From an optimization exercise on the open Yosys and OpenROAD flow, aimed at small area, a short achievable clock period and few clock cycles per item; shortcuts taken in it are not production practice. Only simulation tests tie the RTL to the original design; equivalence was not proved.

## config.mk

```make
export PLATFORM = sky130hd
export DESIGN_NAME = wire_model
export DESIGN_NICKNAME = wire_model
export VERILOG_FILES = /design/flow/design.v
export SDC_FILE = /design/flow/constraint.sdc
export NUM_CORES = 4
export LEC_CHECK = 0
export CAP_MARGIN = 20
export CORE_MARGIN = 2
export CORE_UTILIZATION = 40
export SLEW_MARGIN = 20
```

## constraint.sdc

```tcl
create_clock -name core_clock -period 14.0 [get_ports {clk}]
set_input_delay 2.8000 -clock core_clock [delete_from_list [all_inputs] [get_ports {clk}]]
set_output_delay 2.8000 -clock core_clock [all_outputs]
set_load 0.01 [all_outputs]
```

## design.v

```verilog
module wire_model (
    input  wire        clk,
    input  wire        rst,
    input  wire        req_valid,
    output wire        req_ready,
    input  wire [1:0]  req_op,       
    input  wire [2:0]  req_ch,
    input  wire [31:0] req_data,     
    input  wire [7:0]  t_die,        
    output reg         res_valid,
    output reg  [2:0]  res_ch,
    output reg  [39:0] res_temp,     
    output reg         res_warn,
    output reg         res_latch,
    output reg         res_trip
);
    localparam OP_STEP  = 2'd0;
    localparam OP_WIRE  = 2'd1;
    localparam OP_CUST0 = 2'd2;
    localparam OP_CUST1 = 2'd3;
    localparam [36:0] K_RESET = 37'd87741027897;
    localparam [4:0]  E_RESET = 5'd13;
    reg [7:0]  cfg_trip  [0:7];
    reg [7:0]  cfg_rel   [0:7];
    reg [7:0]  cfg_amb   [0:7];
    reg        cfg_src   [0:7];
    reg [3:0]  cfg_code  [0:7];
    reg [15:0] cfg_rw20  [0:7];
    reg [7:0]  cfg_rth   [0:7];
    reg [9:0]  cfg_tau   [0:7];
    reg [36:0] cfg_k     [0:7];    
    reg [4:0]  cfg_e     [0:7];
    reg        cfg_kbusy [0:7];    
    reg [39:0] ch_temp   [0:7];
    reg        ch_latch  [0:7];
    reg        ch_init   [0:7];    
    reg        ch_pend   [0:7];    
    reg        in_valid;
    reg [1:0]  in_op;
    reg [2:0]  in_ch;
    reg [31:0] in_data;
    reg [7:0]  in_tdie;
    reg        s1_valid;
    reg [2:0]  s1_ch;
    reg        s1_on;
    reg [23:0] s1_i2;
    reg [24:0] s1_g;
    reg [7:0]  s1_amb;
    reg [7:0]  s1_trip;
    reg [7:0]  s1_rel;
    reg [36:0] s1_k;
    reg [4:0]  s1_e;
    reg        s1_init;
    reg        s1_pend;
    reg        s2_valid;
    reg [2:0]  s2_ch;
    reg        s2_on;
    reg [39:0] s2_t;
    reg [24:0] s2_f;
    reg [24:0] s2_p;
    reg [7:0]  s2_amb;
    reg [7:0]  s2_trip;
    reg [7:0]  s2_rel;
    reg [36:0] s2_k;
    reg [4:0]  s2_e;
    reg        s3_valid;
    reg [2:0]  s3_ch;
    reg        s3_on;
    reg [39:0] s3_t;
    reg        s3_neg;
    reg [36:0] s3_n;
    reg [7:0]  s3_trip;
    reg [7:0]  s3_rel;
    reg [36:0] s3_k;
    reg [4:0]  s3_e;
    reg        kb_busy;
    reg [2:0]  kb_ch;
    reg [3:0]  kb_cnt;
    reg [16:0] kb_d;
    reg [17:0] kb_rem;
    reg [39:0] kb_q;
    reg [4:0]  kb_e;
    wire [3:0]  c_code = cfg_code[in_ch];
    wire [15:0] c_rw20 = cfg_rw20[in_ch];
    wire [7:0]  c_rth  = cfg_rth[in_ch];
    wire [9:0]  c_tau  = cfg_tau[in_ch];
    wire        c_cust = (c_code == 4'd15);
    wire in_step  = in_valid && (in_op == OP_STEP);
    wire in_write = in_valid && (in_op != OP_STEP);
    wire tau_chg  = (in_data[9:0] != c_tau);
    wire s1_hold = s1_valid && ((s2_valid && s2_ch == s1_ch) || (s3_valid && s3_ch == s1_ch));
    wire s1_free = !s1_valid || !s1_hold;
    wire in_step_go  = in_step && s1_free && !(c_cust && cfg_kbusy[in_ch]);
    wire in_write_go = in_write && !(in_op == OP_CUST1 && tau_chg && kb_busy);
    wire kb_start    = in_write && in_op == OP_CUST1 && tau_chg && !kb_busy;
    assign req_ready = !in_valid || in_step_go || in_write_go;
    wire accept = req_valid && req_ready;
    reg [24:0] t_g;
    reg [36:0] t_k;
    reg [4:0]  t_e;
    always @(*) begin
        case (c_code)
            4'd1: begin t_g = 25'd10083427; t_k = 37'd50211031002; t_e = 5'd13; end
            4'd2: begin t_g = 25'd5884432; t_k = 37'd17857585403; t_e = 5'd13; end
            4'd3: begin t_g = 25'd4159065; t_k = 37'd127478671668; t_e = 5'd14; end
            4'd4: begin t_g = 25'd2429001; t_k = 37'd77018171641; t_e = 5'd14; end
            4'd5: begin t_g = 25'd1211313; t_k = 37'd26328305706; t_e = 5'd14; end
            4'd6: begin t_g = 25'd615051; t_k = 37'd119909596664; t_e = 5'd15; end
            4'd7: begin t_g = 25'd338060; t_k = 37'd68439886637; t_e = 5'd15; end
            4'd8: begin t_g = 25'd155725; t_k = 37'd19207990089; t_e = 5'd15; end
            4'd9: begin t_g = 25'd79792; t_k = 37'd102753026655; t_e = 5'd16; end
            default: begin t_g = 25'd16488623; t_k = 37'd87741027897; t_e = 5'd13; end
        endcase
    end
    wire [15:0] cu_r   = (c_rw20 == 16'd0) ? 16'd1 : c_rw20;
    wire [7:0]  cu_t   = (c_rth == 8'd0) ? 8'd1 : c_rth;
    wire [23:0] cu_raw = cu_r * cu_t;
    wire [41:0] cu_prod = ({18'd0, cu_raw} << 17) - ({18'd0, cu_raw} << 14) - ({18'd0, cu_raw} << 12)
                        - ({18'd0, cu_raw} << 9) - ({18'd0, cu_raw} << 7) - {18'd0, cu_raw};
    wire [24:0] cu_g   = cu_prod[40:16];
    wire [7:0]  c_trip_raw = cfg_trip[in_ch];
    wire [7:0]  c_rel_raw  = cfg_rel[in_ch];
    wire [7:0]  c_trip = (c_trip_raw < 8'd124) ? 8'd124 :
                         (c_trip_raw > 8'd214) ? 8'd214 : c_trip_raw;
    wire [7:0]  c_rel  = (c_rel_raw >= c_trip) ? c_trip - 8'd5 : c_rel_raw;
    wire [7:0]  c_amb  = cfg_src[in_ch] ? in_tdie : cfg_amb[in_ch];
    wire [9:0]  kb_tau  = (in_data[9:0] == 10'd0) ? 10'd1 : in_data[9:0];
    wire [16:0] kb_dn   = {kb_tau, 7'd0} - {6'd0, kb_tau, 1'd0} - {7'd0, kb_tau};   
    reg  [4:0]  kb_elen;
    reg  [16:0] kb_dnorm;
    integer b;
    always @(*) begin
        kb_elen = 5'd0;
        for (b = 0; b < 17; b = b + 1)
            if (kb_dn[b]) kb_elen = b[4:0] + 5'd1;
        kb_dnorm = kb_dn << (5'd17 - kb_elen);
    end
    reg [17:0] kb_r;
    reg [3:0]  kb_bits;
    reg [18:0] kb_try;
    integer j;
    always @(*) begin
        kb_r = kb_rem;
        for (j = 3; j >= 0; j = j - 1) begin
            kb_try = {kb_r, 1'b0} - {2'd0, kb_d};
            if (!kb_try[18]) begin
                kb_bits[j] = 1'b1;
                kb_r = kb_try[17:0];
            end else begin
                kb_bits[j] = 1'b0;
                kb_r = {kb_r[16:0], 1'b0};
            end
        end
    end
    wire [39:0] kb_qn = {kb_q[35:0], kb_bits};
    wire [36:0] kb_k  = kb_qn[39:3] + 37'd1;
    wire [39:0] s1_tmem = ch_temp[s1_ch];
    wire [39:0] s1_t0   = (s1_init || (s1_pend && s1_tmem[39:32] < s1_amb)) ? {s1_amb, 32'd0} : s1_tmem;
    wire signed [24:0] t_off = $signed({1'b0, s1_t0[39:16]}) - $signed(25'd84 << 16);
    wire signed [42:0] t_ext  = t_off;
    wire signed [42:0] f_prod = (t_ext <<< 16) + (t_ext <<< 9) - (t_ext <<< 7) + (t_ext <<< 4) - (t_ext <<< 1);
    wire signed [42:0] f_shift = f_prod >>> 16;
    wire        [24:0] f_val   = 25'd16777216 + f_shift[24:0];
    wire        [48:0] p_prod  = s1_i2 * s1_g;
    wire        [24:0] p_val   = (p_prod[48:41] != 8'd0) ? 25'h1FFFFFF : p_prod[40:16];
    wire        [49:0] r_prod  = s2_p * s2_f;
    wire        [25:0] r_val   = r_prod[49:24];
    wire        [26:0] tgt_sum = {3'd0, s2_amb, 16'd0} + {1'b0, r_val};
    wire        [23:0] tgt     = (tgt_sum[26:24] != 3'd0) ? 24'hFFFFFF : tgt_sum[23:0];
    wire        [40:0] d_pos   = {1'b0, tgt, 16'd0} - {1'b0, s2_t};
    wire        [40:0] d_neg   = {1'b0, s2_t} - {1'b0, tgt, 16'd0};
    wire               d_sign  = d_pos[40];
    wire        [36:0] n_val   = d_sign ? d_neg[39:3] : d_pos[39:3];
    wire        [74:0] q_prod  = s3_n * {1'b1, s3_k};
    wire        [30:0] q_hi    = q_prod[74:44];             
    wire        [30:0] q_val   = q_hi >> (s3_e - 5'd7);
    wire        [39:0] t_new   = s3_neg ? s3_t - {9'd0, q_val} : s3_t + {9'd0, q_val};
    wire               new_hot  = t_new[39:32] >= s3_trip;
    wire               new_warm = t_new[39:32] >= s3_rel;
    wire               new_cool = (t_new[39:32] < s3_rel) || (t_new[39:32] == s3_rel && t_new[31:0] == 32'd0);
    wire               new_latch = new_hot | (ch_latch[s3_ch] & ~new_cool);
    integer i;
    always @(posedge clk) begin
        if (rst) begin
            in_valid  <= 1'b0;
            s1_valid  <= 1'b0;
            s2_valid  <= 1'b0;
            s3_valid  <= 1'b0;
            kb_busy   <= 1'b0;
            res_valid <= 1'b0;
            for (i = 0; i < 8; i = i + 1) begin
                cfg_trip[i]  <= 8'd169;
                cfg_rel[i]   <= 8'd149;
                cfg_amb[i]   <= 8'd129;
                cfg_src[i]   <= 1'b1;
                cfg_code[i]  <= 4'd0;
                cfg_rw20[i]  <= 16'd52000;
                cfg_rth[i]   <= 8'd189;
                cfg_tau[i]   <= 10'd40;
                cfg_k[i]     <= K_RESET;
                cfg_e[i]     <= E_RESET;
                cfg_kbusy[i] <= 1'b0;
                ch_latch[i]  <= 1'b0;
                ch_init[i]   <= 1'b1;
                ch_pend[i]   <= 1'b0;
            end
        end else begin
            if (accept) begin
                in_valid <= 1'b1;
                in_op    <= req_op;
                in_ch    <= req_ch;
                in_data  <= req_data;
                in_tdie  <= t_die;
            end else if (in_step_go || in_write_go) begin
                in_valid <= 1'b0;
            end
            if (in_write_go) begin
                case (in_op)
                    OP_WIRE: begin
                        cfg_trip[in_ch] <= in_data[31:24];
                        cfg_rel[in_ch]  <= in_data[23:16];
                        cfg_amb[in_ch]  <= in_data[15:8];
                        cfg_src[in_ch]  <= in_data[7];
                        cfg_code[in_ch] <= in_data[3:0];
                        if (in_data[3:0] != c_code)
                            ch_pend[in_ch] <= 1'b1;
                    end
                    OP_CUST0: begin
                        cfg_rw20[in_ch] <= in_data[31:16];
                        cfg_rth[in_ch]  <= in_data[7:0];
                        if (in_data[31:16] != c_rw20 || in_data[7:0] != c_rth)
                            ch_pend[in_ch] <= 1'b1;
                    end
                    default: begin
                        cfg_tau[in_ch] <= in_data[9:0];
                        if (tau_chg) begin
                            ch_pend[in_ch]   <= 1'b1;
                            cfg_kbusy[in_ch] <= 1'b1;
                        end
                    end
                endcase
            end
            if (kb_start) begin
                kb_busy <= 1'b1;
                kb_ch   <= in_ch;
                kb_cnt  <= 4'd0;
                kb_d    <= kb_dnorm;
                kb_rem  <= {1'b0, 17'h10000 - {1'b0, kb_dnorm[15:0]}} ;
                kb_e    <= kb_elen;
                kb_q    <= 40'd0;
            end else if (kb_busy) begin
                kb_rem <= kb_r;
                kb_q   <= kb_qn;
                kb_cnt <= kb_cnt + 4'd1;
                if (kb_cnt == 4'd9) begin
                    kb_busy          <= 1'b0;
                    cfg_kbusy[kb_ch] <= 1'b0;
                    cfg_k[kb_ch]     <= kb_k;
                    cfg_e[kb_ch]     <= kb_e;
                end
            end
            if (in_step_go) begin
                ch_init[in_ch] <= 1'b0;
                ch_pend[in_ch] <= 1'b0;
            end
            if (s1_free) begin
                s1_valid <= in_step_go;
                s1_ch    <= in_ch;
                s1_on    <= in_data[31];
                s1_i2    <= in_data[31] ? in_data[23:0] : 24'd0;
                s1_g     <= c_cust ? cu_g : t_g;
                s1_amb   <= c_amb;
                s1_trip  <= c_trip;
                s1_rel   <= c_rel;
                s1_k     <= c_cust ? cfg_k[in_ch] : t_k;
                s1_e     <= c_cust ? cfg_e[in_ch] : t_e;
                s1_init  <= ch_init[in_ch];
                s1_pend  <= ch_pend[in_ch];
            end
            s2_valid <= s1_valid && !s1_hold;
            s2_ch    <= s1_ch;
            s2_on    <= s1_on;
            s2_t     <= s1_t0;
            s2_f     <= f_val;
            s2_p     <= p_val;
            s2_amb   <= s1_amb;
            s2_trip  <= s1_trip;
            s2_rel   <= s1_rel;
            s2_k     <= s1_k;
            s2_e     <= s1_e;
            s3_valid <= s2_valid;
            s3_ch    <= s2_ch;
            s3_on    <= s2_on;
            s3_t     <= s2_t;
            s3_neg   <= d_sign;
            s3_n     <= n_val;
            s3_trip  <= s2_trip;
            s3_rel   <= s2_rel;
            s3_k     <= s2_k;
            s3_e     <= s2_e;
            if (s3_valid) begin
                ch_temp[s3_ch]  <= t_new;
                ch_latch[s3_ch] <= new_latch;
            end
            res_valid <= s3_valid;
            res_ch    <= s3_ch;
            res_temp  <= t_new;
            res_warn  <= new_warm;
            res_latch <= new_latch;
            res_trip  <= new_hot & s3_on;
        end
    end
endmodule
```

## run.sh

```bash
#!/bin/bash
# synth_recipe.tcl (not shown) runs the flow's synth.tcl, then flattens the netlist and writes it again
# the make line also repeats each setting of config.mk as NAME=value (left out here)
make -C /OpenROAD-flow-scripts/flow DESIGN_CONFIG=/design/flow/config.mk WORK_HOME=/design/flow/orfs CLKGATE_MAP_FILE= SYNTH_SCRIPT=/design/flow/synth_recipe.tcl finish
```

==> results.sh <==
export IMPL_multi_input_area_sq_mm=0.114
export IMPL_worstReg2RegStart="s3_n[4]"
export IMPL_antenna_found_initial=11
export IMPL_dp_slack_ps=-3400
export IMPL_die_area_sq_mm=0.457
export IMPL_so_faults="setup timing"
export IMPL_start_util_pct=40.2
export IMPL_synth_top_area_share_pct=29.4
export IMPL_hold_worst_slack_ps=369
export IMPL_portBuffers=95
export IMPL_io_pins=96
export IMPL_ant_nets=0
export IMPL_skew_ps=101
export IMPL_die_x_microns=676
export IMPL_ys_async_sr_fraction_pct=0
export IMPL_top_layer_used="met5"
export IMPL_grt_start_max_net_pins=90
export IMPL_start_kind="register"
export IMPL_n_fill_cell=41600
export IMPL_setup_viol=11
export IMPL_syn_avg_cell_area_sq_um=10.6
export IMPL_period_needed_ps=16900
export IMPL_synth_seq_area_share_pct=29.8
export IMPL_drt_iter0_drc=10100
export IMPL_dp_hpwl_mm=394
export IMPL_cts_tree="done"
export IMPL_hold_start="s2_trip[7]"
export IMPL_rows=246
export IMPL_cp_required_ps=14670
export IMPL_viasPerCell=5.27
export IMPL_syn_inst=17000
export IMPL_synth_cell_types=115
export IMPL_grt_pass1_wl_mm=798
export IMPL_ff2ff_setup_slack_ps=-2900
export IMPL_syn_num_nets=20600
export IMPL_syn_to_final_growth_pct=13.8
export IMPL_synth_ff_type="edfxtp_1"
export IMPL_rsz0062_at_grt="true"
export IMPL_run_status="failed layout checks"
export IMPL_hold_viol=0
export IMPL_track_usage_pct=22.5
export IMPL_ys_top_cells_by_area="edfxtp_1 (29%), fa_1 (28%), ha_1 (7.5%)"
export IMPL_clock_sinks=1802
export IMPL_yosysTopAreaCell="edfxtp_1"
export IMPL_drive_above_1_share_pct=14.1
export IMPL_relSlewSlack_pct=16.0
export IMPL_final_util_pct=45.8
export IMPL_wl_met2_mm=245
export IMPL_hold_path_depth=0
export IMPL_fp_dieH_microns=676
export IMPL_drc=0
export IMPL_core_area_sq_mm=0.450
export IMPL_clk_path_buf_depth=4
export IMPL_met1Wirelength_mm=216
export IMPL_period_share_pct=121
export IMPL_cp_slowest_cell="fa_1"
export IMPL_h_tree_depth=4
export IMPL_wire_per_inst_microns=21.4
export IMPL_cts_made_buffers=198
export IMPL_cpPeakStageDelay_ps=540
export IMPL_min_to="s3_trip[7]"
export IMPL_clockRootBuffer="clkbuf_16"
export IMPL_nNetsFinal=21400
export IMPL_final_max_slew_violation_count=0
export IMPL_clk_pin_slew_worst_paths_ps=70
export IMPL_first_pass_iters=6
export IMPL_hp_class="reg2reg"
export IMPL_worstReg2RegEnd="ch_latch[6]"
export IMPL_worst_slew_pin_slew_ps=1250
export IMPL_synth_warnings=1
export IMPL_regArea_sq_mm=0.0538
export IMPL_tns_ps=-26620
export IMPL_critPathCaptureType="register"
export IMPL_gr_total_overflow=0
export IMPL_path_class="reg2reg"
export IMPL_r2r_cells=69
export IMPL_drv_cap=0
export IMPL_synth_edff_count=1771
export IMPL_num_vias=126000
export IMPL_fin_ws_ps=-2900
export IMPL_syn_area_sq_mm=0.181
export IMPL_crit_path_max_fanout=17
export IMPL_wl_met3_mm=30.3
export IMPL_fmax_mhz=59.2
export IMPL_worstPathArrival_ps=17570
export IMPL_insertion_delay_ps=950
export IMPL_gp_congestion=0.939
export IMPL_ys_ff_latch=1802
export IMPL_postCtsHoldBufs=0
export IMPL_routed_wl_mm=513
export IMPL_placedCellCount=23500
export IMPL_grt_pass1_vias=132000
export IMPL_fin_cells=23900
## final cells by class
type / count / area share, %
Multi-Input combinational cell: 11400 / 55.6
Sequential cell: 1802 / 26.2
Timing Repair Buffer: 1507 / 6.19
Inverter: 2904 / 5.30
Tap cell: 5952 / 3.62
Clock buffer: 241 / 2.54
Clock inverter: 123 / 0.587
Antenna cell: 7 / 0.00851
## worst max-delay path by stage
stage | from | to | slack, ps | cells past startpoint
final | s3_n[4] | ch_latch[6] | -2900 | 69
after global routing | s3_n[16] | ch_latch[6] | -3540 | 74
after CTS | s3_n[4] | ch_latch[6] | -2740 | 68
after detailed placement | s3_k[26] | ch_latch[6] | -3400 | 67
after global placement | s3_k[30] | ch_latch[3] | -3250 | 67
after floorplan | s3_n[4] | ch_latch[5] | -1590 | 69
## timing repair
item                       in CTS  in global routing
setup buffers                  49                 20
gates resized for setup       118                110
setup endpoints to repair      48                 74
pin swaps                      51                 63
gates cloned                    3                  1
## layout by cell type (no fill, tap or decap), types with 94 or more instances in the layout
cell	count
clkdlybuf4s50_1	94
edfxtp_1	1771
nor2b_1	102
nor2_1	588
inv_1	2883
a21o_1	143
buf_4	1311
nor3_1	241
o21ai_0	297
xnor2_1	273
fa_1	2492
clkbuf_16	202
xor2_1	135
and2_1	1375
nand3_1	134
mux2i_1	166
mux4_2	299
nand2_1	2235
or3_1	167
a21oi_1	342
ha_1	1052
## flip-flops by register name (all words and copies together), names as in the netlist, 32 cells and up, named ones only
signal,cells
res_temp,40
s2_k,37
s3_t,40
cfg_k,296
in_data,32
s3_n,37
s2_t,40
cfg_rw20,128
s3_k,37
ch_temp,320
cfg_trip,64
cfg_rth,64
cfg_tau,80
cfg_amb,64
kb_q,36
cfg_rel,64
cfg_code,32
s1_k,37
cfg_e,40
## metrics by stage
stage / cell area, sq um
3_5_place_dp: 198000
5_1_grt: 206000
2_1_floorplan: 181000
6_report: 206000
3_3_place_gp: 198000
4_1_cts: 205000
## cell families (layout without fill, tap and decap cells)
kind of cell,after synthesis,count (layout),share of synthesized area [%]
xor+xnor,423,423,2.06
simple gates,5293,5293,14.2
other cells,0,7,0
fa+ha+maj,3591,3591,35.3
compound gates,1503,1503,5.51
buf+inv,3818,4775,7.96
mux,562,562,5.24
flops,1802,1802,29.8
## cell usage after synthesis (all sizes together), types with 25 or more instances
library cell and number:
a211oi 70, a21boi 26, a21o 144, a21oi 380, a221oi 27, a31oi 48
and2 1381, and3 55, buf 94, clkbuf 820, dfxtp 31, edfxtp 1771
fa 2513, ha 1078, inv 2894, mux2 85, mux2i 178, mux4 299
nand2 2250, nand2b 90, nand3 144, nand4 67, nor2 610, nor2b 104
nor3 256, nor4 30, o211ai 37, o21a 44, o21ai 347, o21bai 53
o22ai 25, o31ai 48, or2 68, or3 171, xnor2 283, xor2 139
## per-layer routing
layer  vias to the layer above  GRT usage, %
met4                         2          8.06
met2                      4076          37.2
met5                         -             0
met3                       799          2.56
li1                      56300             -
met1                     64900          30.6
## worst max-delay path, delay by kind of cell, from the launching register on
kind / cells / cell delay (ps)
buffers and inverters: 14 / 1410
AO/OA/AOI/OAI: 26 / 5080
multiplexers: 1 / 460
XOR/XNOR: 2 / 330
AND/OR/NAND/NOR: 15 / 3810
adder cells (fa/ha/maj): 11 / 5030
flip-flops: 1 / 410
Testbench counts, summed over its fixed seeds: cycles 31,207, items 24,000.

==> what the ideal ports hide <==
In the flow no input, the clock included, has a driving cell. The finished layout below was timed again as built, in two steps. Step 1: set_driving_cell puts a clkbuf_16 on clk and a buf_2 on each other input, an assumption about the parent block. Step 2 times the ports against the registers' clock, not the clock port: input delays grow and output delays shrink by t, the midpoint of the rising clock arrivals with the driver on. Slacks: no drivers / after step 1 / after step 2; pairs: no drivers / after step 1.
t, ns: 1.011
setup WS [ns]: -2.896 / -2.896 / -2.896
worst register clock-pin slew, ns: 0.07 / 0.07
cell pins on the clock port's net: 1
The setup slack of this run moves by 0.000 ns with the drivers and by 0.000 ns with both steps.
